This design comes from an exercise in tuning for small area on the open sky130 flow, not from production work.
Only simulation tests tie the RTL to the original design; equivalence was not proved.
No activity file was given, so power comes from the tool's default toggle rates.

== red ==
// chk_block
module chk_block (
    input  wire        clk,
    input  wire        rst,
    input  wire        flr,
    input  wire        req_valid,
    output wire        req_ready,
    input  wire        req_write,
    input  wire        req_host,
    input  wire [7:0]  req_addr,
    input  wire [31:0] req_wdata,
    output wire        rsp_valid,
    output wire [31:0] rsp_rdata
);
Settings: LEC_CHECK=0, CAP_MARGIN=20, CORE_MARGIN=2, CORE_UTILIZATION=60, CTS_BUF_LIST=sky130_fd_sc_hd__clkbuf_8, CTS_CLUSTER_DIAMETER=50, CTS_CLUSTER_SIZE=20, PLACE_DENSITY=0.7, SLEW_MARGIN=20; clock period 13.0 ns.
standard.sh (not shown) runs the stock make flow with config.mk's settings and CLKGATE_MAP_FILE= SYNTH_SCRIPT=/design/flow/synth_recipe.tcl, a recipe that flattens the netlist after the stock synthesis.
==> flow/flow/run.sh <==
#!/bin/bash
# Own flow: the standard layout, with the synthesis's ABC step run with an
# area-oriented script instead of the speed script. Everything else in the
# synthesis (synth_recipe.tcl and ORFS's synth.tcl) is unchanged, so the
# registers keep the names and cell types the standard synthesis gives them.
set -euo pipefail
W=$(pwd)
cat > "$W/area_abc.script" <<EOS
strash
&get -n
&deepsyn -T 60
&put
dch
amap
topo
EOS
cat > "$W/area_synth.tcl" <<EOS
proc abc {args} {
  set i [lsearch -exact \$args -script]
  if { \$i >= 0 } { lset args [expr {\$i + 1}] {$W/area_abc.script} }
  yosys abc {*}\$args
}
source {$W/synth_recipe.tcl}
EOS
sed "s#$W/synth_recipe.tcl#$W/area_synth.tcl#" standard.sh > "$W/area_standard.sh"
grep -q area_synth.tcl "$W/area_standard.sh"
export BUFFER_PORTS_ARGS="-buffer_cell sky130_fd_sc_hd__buf_1"
export CTS_ARGS="-sink_clustering_enable -repair_clock_nets -sink_clustering_size 20 -sink_clustering_max_diameter 50 -buf_list sky130_fd_sc_hd__clkbuf_4 -sink_clustering_buffer sky130_fd_sc_hd__clkbuf_8 -dont_use_dummy_load"
bash "$W/area_standard.sh" finish > "$W/flow_make.log" 2>&1
The following lists how blue was set up differently from red:
- changing CORE_UTILIZATION from 60 to 70
- changing PLACE_DENSITY from 0.7 to 0.85
-- flow/flow/run.sh --
<<< red, line 28
export CTS_ARGS="-sink_clustering_enable -repair_clock_nets -sink_clustering_size 20 -sink_clustering_max_diameter 50 -buf_list sky130_fd_sc_hd__clkbuf_4 -sink_clustering_buffer sky130_fd_sc_hd__clkbuf_8 -dont_use_dummy_load"
>>> blue, line 28
export CTS_ARGS="-sink_clustering_enable -repair_clock_nets -sink_clustering_size 20 -sink_clustering_max_diameter 50 -buf_list sky130_fd_sc_hd__clkbuf_8 -dont_use_dummy_load"
Notes after the runs:
- Compared with red, blue shows a sum of met2 wire segment lengths after detailed routing that is 32% higher.
- red -> blue: first-pass GRT wire length increased by more than 10%
- Relative to red, worst hold margin has gone up in blue.
- blue ended up with r_state[13] as its worst setup path endpoint; red ended up with rsp_rdata[15].
- Re TritonCTS buffer count: blue and red aren't equal, and the lower value belongs to blue.
- Looking at the reports, blue completed the entire flow and the layout it produced met the timing, design-rule and antenna checks.
- Diff red -> blue | cell area after placement | decrease of 0.37%
Edits applied to the flow inputs when going from blue to green:
- PLACE_DENSITY: 0.85 -> 0.7
- CORE_UTILIZATION: 70 -> 60
-- flow/flow/run.sh --
<<< blue, line 8
>>> green, line 8
R="balance; rewrite; refactor; balance; rewrite; rewrite -z; balance; refactor -z; rewrite -z; balance"
<<< blue, line 10
&get -n
&deepsyn -T 60
&put
>>> green, line 11
$R
$R
<<< blue, line 28
export CTS_ARGS="-sink_clustering_enable -repair_clock_nets -sink_clustering_size 20 -sink_clustering_max_diameter 50 -buf_list sky130_fd_sc_hd__clkbuf_8 -dont_use_dummy_load"
>>> green, line 28
export CTS_ARGS="-sink_clustering_enable -repair_clock_nets -sink_clustering_size 32 -sink_clustering_max_diameter 40 -buf_list sky130_fd_sc_hd__clkbuf_16 -dont_use_dummy_load"
Results
NOTE via density per instance blue->green decreased by a few percent
green does worse than blue on hold slack.
Summary: with blue as the reference, placed instance area in green moved up slightly.
Going from blue to green, sequential share of layout area shrank by 3.4 points, synthesized cell count now sits higher, via count of the first global-routing pass decreased by about 4% relative to the old numbers.
For the design internal power, green came in about 14% higher than blue did.
Site row count, green vs blue: up by a little under 10%
When green is set beside blue, its leakage power turns out to be 4.1% larger.
When green is measured against blue, its area after synthesis turns out 0.78% higher.

[separate check: timing with driven ports]
Ports are ideal in the flow. The routed layouts listed here were re-timed in OpenROAD.
Step 1 assumes that a clkbuf_16 drives the clock port and a buf_2 every other input.
Step 2 adds t to the input delays and takes it off the output delays; t is the mean of the earliest and latest rising clock arrival at the registers after step 1. Input paths then give back, and output paths get back, about the clock's delay inside the block.
Three values: no drivers, after step 1, after step 2; two values: the first two.
run	t (ns)	setup WS [ns]	worst setup path at the end	worst register clock-pin slew, ns
red	0.740	4.791 / 4.766 / 4.766	input to output	0.11 / 0.11
blue	0.592	4.773 / 4.773 / 4.773	register to register	0.12 / 0.12
green	0.585	4.626 / 4.603 / 4.603	input to output	0.10 / 0.10
After both steps setup and hold are still met in every run listed. The setup slack of red, which loses most, moves by -0.025 ns with the drivers and by -0.025 ns with both steps.
